Background: an optimization exercise with open tools, aiming at small area, a short achievable clock period and few clock cycles per item. Do not read the settings as production practice. RTL that was checked went through simulation tests only; none was proved equivalent to the original.

Setup of cedar:
Design skim_pixel, start of the top module:
module skim_pixel (
    input  wire        clk,
    input  wire        rst,           
    input  wire        in_valid,
    output reg         in_ready,
    input  wire [13:0] in_code,       
    input  wire        in_ovr,        
    input  wire [15:0] in_tapm_ofs,   
    input  wire [15:0] in_tapm_gain,  
    input  wire [15:0] in_dark,       
    input  wire [15:0] in_gain,       
    input  wire        in_dead,       
    input  wire        in_bypass,     
    input  wire        in_last,       
    output reg         out_valid,
    input  wire        out_ready,
    output reg  [15:0] out_pix,
    output reg         out_sat,       
    output reg         out_dead,      
    output reg         out_nsat,      
    output reg         out_last
);
clock: 60.0 ns
lec_check: 0
cap_margin: 20
core_margin: 2
core_utilization: 40
slew_margin: 20
synth_hierarchical: 1
standard.sh (not shown) runs the stock make flow with config.mk's settings and CLKGATE_MAP_FILE= SYNTH_SCRIPT=/design/flow/synth_recipe.tcl, a recipe that flattens the netlist after the stock synthesis.
==> flow/flow/run.sh <==
#!/bin/bash
# The standard layout (standard synthesis included), with timing repair
# aiming at a 13 ns period instead of leaving the clock's 47 ns of slack unused,
# and small, fast port buffers. Each step's full output goes to ORFS's own logs
# under orfs/logs; make's output goes to standard.log.
set -euo pipefail
bash standard.sh SETUP_SLACK_MARGIN=47 "BUFFER_PORTS_ARGS=-buffer_cell sky130_fd_sc_hd__buf_1" finish > standard.log 2>&1
Having completed the whole flow, cedar delivered a layout that passed the timing, DRC and antenna checks.
Testbench counts of cedar, summed over its fixed seeds: cycles 32,733, items 30,720.
Modified inputs, ember compared to cedar
diff --git a/flow/design.v b/flow/design.v
--- a/flow/design.v
+++ b/flow/design.v
@@ -1901,21 +1901,21 @@
     reg         f_last;           
     reg         pend;             
     wire o_free = !out_valid || out_ready;
     wire acc      = (st == ST_ACC) && !pend;
     wire take     = p1_v && acc && (p1_dead || run_n == 5'd0);
     wire take_g   = take && !p1_dead;
     wire take_end = take && p1_dead && p1_last;         
     wire det_r    = p1_v && acc && !p1_dead && (run_n != 5'd0);
     assign adv1 = !p1_v || take;
     wire [4:0]  d     = run_n + 5'd1;                  
-    wire        pow2  = (run_n == 5'd1) || (run_n == 5'd3) || (run_n == 5'd7) || (run_n == 5'd15);
+    wire        pow2  = (run_n == 5'd1) || (run_n == 5'd3);    
     wire delta_1 = k_v[0] & ~out_pix[0];
     wire delta_2 = k_v[0] ^ ~out_pix[0];
     wire delta_3 = k_v[1] & ~out_pix[1];
     wire delta_4 = k_v[1] ^ ~out_pix[1];
     wire delta_5 = k_v[2] & ~out_pix[2];
     wire delta_6 = k_v[2] ^ ~out_pix[2];
     wire delta_7 = k_v[3] & ~out_pix[3];
     wire delta_8 = k_v[3] ^ ~out_pix[3];
     wire delta_9 = k_v[4] & ~out_pix[4];
     wire delta_10 = k_v[4] ^ ~out_pix[4];
@@ -1993,30 +1993,22 @@
     wire delta_82 = delta_18 ^ delta_58;
     wire delta_83 = delta_20 ^ delta_69;
     wire delta_84 = delta_22 ^ delta_64;
     wire delta_85 = delta_24 ^ delta_70;
     wire delta_86 = delta_26 ^ delta_62;
     wire delta_87 = delta_28 ^ delta_71;
     wire delta_88 = delta_30 ^ delta_65;
     wire delta_89 = delta_32 ^ delta_72;
     wire delta_90 = delta_34 ^ delta_61;
     wire [16:0] delta = {delta_90, delta_89, delta_88, delta_87, delta_86, delta_85, delta_84, delta_83, delta_82, delta_81, delta_80, delta_79, delta_78, delta_77, delta_76, delta_75, delta_74};
-    reg  [15:0] sh_q;
-    reg  [4:0]  sh_r;
-    always @(*) begin
-        case (run_n)
-            5'd1:    begin sh_q = delta[16:1];                   sh_r = {4'd0, delta[0]};   end
-            5'd3:    begin sh_q = {{1{delta[16]}}, delta[16:2]}; sh_r = {3'd0, delta[1:0]}; end
-            5'd7:    begin sh_q = {{2{delta[16]}}, delta[16:3]}; sh_r = {2'd0, delta[2:0]}; end
-            default: begin sh_q = {{3{delta[16]}}, delta[16:4]}; sh_r = {1'b0, delta[3:0]}; end
-        endcase
-    end
+    wire [15:0] sh_q = run_n[1] ? {delta[16], delta[16:2]} : delta[16:1];
+    wire [4:0]  sh_r = run_n[1] ? {3'd0, delta[1:0]} : {4'd0, delta[0]};
     reg  [15:0] dv_q;
     reg  [4:0]  dv_r;
     reg  [5:0]  dv_t;
     integer k;
     always @(*) begin
         dv_q = dq;
         dv_r = dr;
         for (k = 0; k < DIV_STAGES; k = k + 1) begin
             dv_t = {dv_r, dv_q[15]};
             if (dv_t >= {1'b0, d}) begin
## What came out
Per the comparison of ember with cedar, placement-stage cell area roughly the same, share of cell area taken by muxes after synthesis lower.
Per the comparison of ember with cedar, final area shows a reduction of about 0.56%, fraction of layout instances using a drive strength above 1 shows a reduction of 0.27 points, delay contributed by the slowest stage of the critical path shows no meaningful change, hold slack shows no meaningful change.
On total iterations of the first detailed-routing run: between ember and cedar, it ends up higher for cedar.
Diff cedar..ember | maximum frequency from static timing analysis | negligible
Testbench counts of ember, summed over its fixed seeds: cycles 32,733, items 30,720.

---

Another version of the RTL of skim_pixel (not shown whole).
Size: roughly 180 flip-flops, about 0.026 mm^2 of cells after synthesis.
export LEC_CHECK = 0
export CAP_MARGIN = 20
export CORE_MARGIN = 2
export CORE_UTILIZATION = 40
export SLEW_MARGIN = 20
export SYNTH_HIERARCHICAL = 1
create_clock -name core_clock -period 60.0 [get_ports {clk}]
run.sh (not shown) runs the stock make flow with config.mk's settings and CLKGATE_MAP_FILE= SYNTH_SCRIPT=/design/flow/synth_recipe.tcl, a recipe that flattens the netlist after the stock synthesis.
Stock flow here: none of the scripts above is used.
The starting point completed without violations.
Change:
--- a/flow/design.v
+++ b/flow/design.v
@@ -1770,15 +1770,14 @@
     wire [31:0] k_p = {k_566, k_565, k_564, k_563, k_562, k_561, k_560, k_559, k_558, k_557, k_556, k_555, k_554, k_553, k_552, k_551, k_550, k_549, k_548, k_547, k_546, k_545, k_544, k_543, {~k_433, ~k_431, ~k_429, ~k_427, ~k_425, ~k_423, ~k_421, ~k_pp0}};
     wire        k_hi  = k_p[31:30] != 2'b00;
     wire [15:0] k_v   = k_hi ? 16'hFFFF : k_p[29:14];
     wire        k_sat = p1_sat | k_hi;
     localparam DIV_STAGES = 4;
     localparam DIV_ITERS  = 16 / DIV_STAGES;
     localparam ST_ACC  = 2'd0;    
-    localparam ST_CAP  = 2'd1;    
     localparam ST_DIV  = 2'd2;    
     localparam ST_EMIT = 2'd3;    
     reg  [1:0]  st;
     reg  [4:0]  run_n;            
     reg  [4:0]  cnt;              
     reg         have_l;           
     reg         norr;             
@@ -1794,34 +1793,32 @@
     wire take     = p1_v && acc && (p1_dead || run_n == 5'd0);
     wire take_g   = take && !p1_dead;
     wire take_end = take && p1_dead && p1_last;         
     wire det_r    = p1_v && acc && !p1_dead && (run_n != 5'd0);
     assign adv1 = !p1_v || take;
     wire [4:0]  d     = run_n + 5'd1;                  
     wire        pow2  = (run_n == 5'd1) || (run_n == 5'd3) || (run_n == 5'd7) || (run_n == 5'd15);
-    wire [16:0] delta = {1'b0, dq} - {1'b0, out_pix};  
+    wire [16:0] delta = {1'b0, k_v} - {1'b0, out_pix};  
     reg  [15:0] sh_q;
     reg  [4:0]  sh_r;
     always @(*) begin
         case (run_n)
             5'd1:    begin sh_q = delta[16:1];                   sh_r = {4'd0, delta[0]};   end
             5'd3:    begin sh_q = {{1{delta[16]}}, delta[16:2]}; sh_r = {3'd0, delta[1:0]}; end
             5'd7:    begin sh_q = {{2{delta[16]}}, delta[16:3]}; sh_r = {2'd0, delta[2:0]}; end
             default: begin sh_q = {{3{delta[16]}}, delta[16:4]}; sh_r = {1'b0, delta[3:0]}; end
         endcase
     end
-    wire [15:0] dv_in = (st == ST_CAP) ? delta[15:0] : dq;
-    wire [4:0]  dv_r0 = (st == ST_CAP) ? (delta[16] ? run_n : 5'd0) : dr;
     reg  [15:0] dv_q;
     reg  [4:0]  dv_r;
     reg  [5:0]  dv_t;
     integer k;
     always @(*) begin
-        dv_q = dv_in;
-        dv_r = dv_r0;
+        dv_q = dq;
+        dv_r = dr;
         for (k = 0; k < DIV_STAGES; k = k + 1) begin
             dv_t = {dv_r, dv_q[15]};
             if (dv_t >= {1'b0, d}) begin
                 dv_r = dv_t[4:0] - d;
                 dv_q = {dv_q[14:0], 1'b1};
             end else begin
                 dv_r = dv_t[4:0];
@@ -1852,19 +1849,17 @@
                     run_n_nx = run_n + 5'd1;
                     if (p1_last)
                         st_nx = ST_EMIT;
                 end else if (!o_free) begin
                     pend_nx = 1'b1;
                 end
             end else if (det_r) begin
-                st_nx = have_l ? ST_CAP : ST_EMIT;
+                st_nx = (have_l && !pow2) ? ST_DIV : ST_EMIT;
             end
         end
-        ST_CAP:
-            st_nx = (pow2 || DIV_ITERS == 1) ? ST_EMIT : ST_DIV;
         ST_DIV:
             if (cnt == DIV_ITERS)
                 st_nx = ST_EMIT;
         default:
             if (o_free && em_done) begin
                 run_n_nx = 5'd0;
                 st_nx    = ST_ACC;
@@ -1918,18 +1913,18 @@
                 out_pix  <= k_v;
                 out_sat  <= k_sat;
                 out_dead <= 1'b0;
                 out_nsat <= 1'b0;
                 out_last <= p1_last;
             end
         end
-        if (take_g || det_r) begin
-            dq    <= k_v;
+        if (take_g || (det_r && !have_l))
+            dq <= k_v;
+        if (take_g || det_r)
             f_sat <= k_sat;
-        end
         if (take_g)
             f_last <= p1_last;
         if (take_end) begin
             dq    <= 16'd0;
             dr    <= 5'd0;
             de    <= 5'd0;
             f_sat <= 1'b0;
@@ -1939,23 +1934,22 @@
             first <= 1'b1;
             cnt   <= 5'd1;
         end
         if (det_r && !have_l) begin
             dr <= 5'd0;
             de <= 5'd0;
         end
-        if (st == ST_CAP) begin
+        if (det_r && have_l) begin
             de <= {1'b0, d[4:1]};
             if (pow2) begin
                 dq <= sh_q;
                 dr <= sh_r;
             end else begin
-                dq  <= dv_q;
-                dr  <= dv_r;
-                cnt <= 5'd2;
+                dq <= delta[15:0];
+                dr <= delta[16] ? run_n : 5'd0;
             end
         end
         if (st == ST_DIV) begin
             dq  <= dv_q;
             dr  <= dv_r;
             cnt <= (cnt == DIV_ITERS) ? 5'd1 : cnt + 5'd1;
         end
Effect:
- The changed run ran to the end with no violations
- core utilization stays flat
- via count came out higher slightly
- non-clock buffer count stays the same
- maximum frequency went down slightly
No run of this note included a check of the RTL's function; only the layout flow was run.

## static timing again, ports no longer ideal
In the flow no input, the clock included, has a driving cell. The finished layouts below were timed again as built, in two steps.
Step 1, drivers: a clkbuf_16 drives clk and a buf_2 each remaining input, both assumed.
Step 2 times the ports against the registers' clock, not the clock port: input delays grow and output delays shrink by t, the midpoint of the rising clock arrivals with the driver on.
Slacks: ideal / step 1 / step 2; pairs: ideal / step 1.
run	shift t [ns]	slack for setup (ns)	worst setup path at the end	latest minus earliest clock arrival (ns)	pins driven straight from the clock port
cedar	0.553	46.853 / 46.798 / 46.668	input to register	0.031 / 0.031	1
ember	0.553	46.872 / 46.813 / 46.576	input to register	0.027 / 0.027	1
the first run of note 2	0.558	46.483 / 46.428 / 46.076	input to register	0.027 / 0.027	1
the second run of note 2	0.556	46.442 / 46.387 / 46.392	input to register	0.012 / 0.011	1
After both steps every run listed still meets setup and hold. The setup slack of the first run of note 2, which loses most, moves by -0.055 ns with the drivers and by -0.407 ns with both steps.
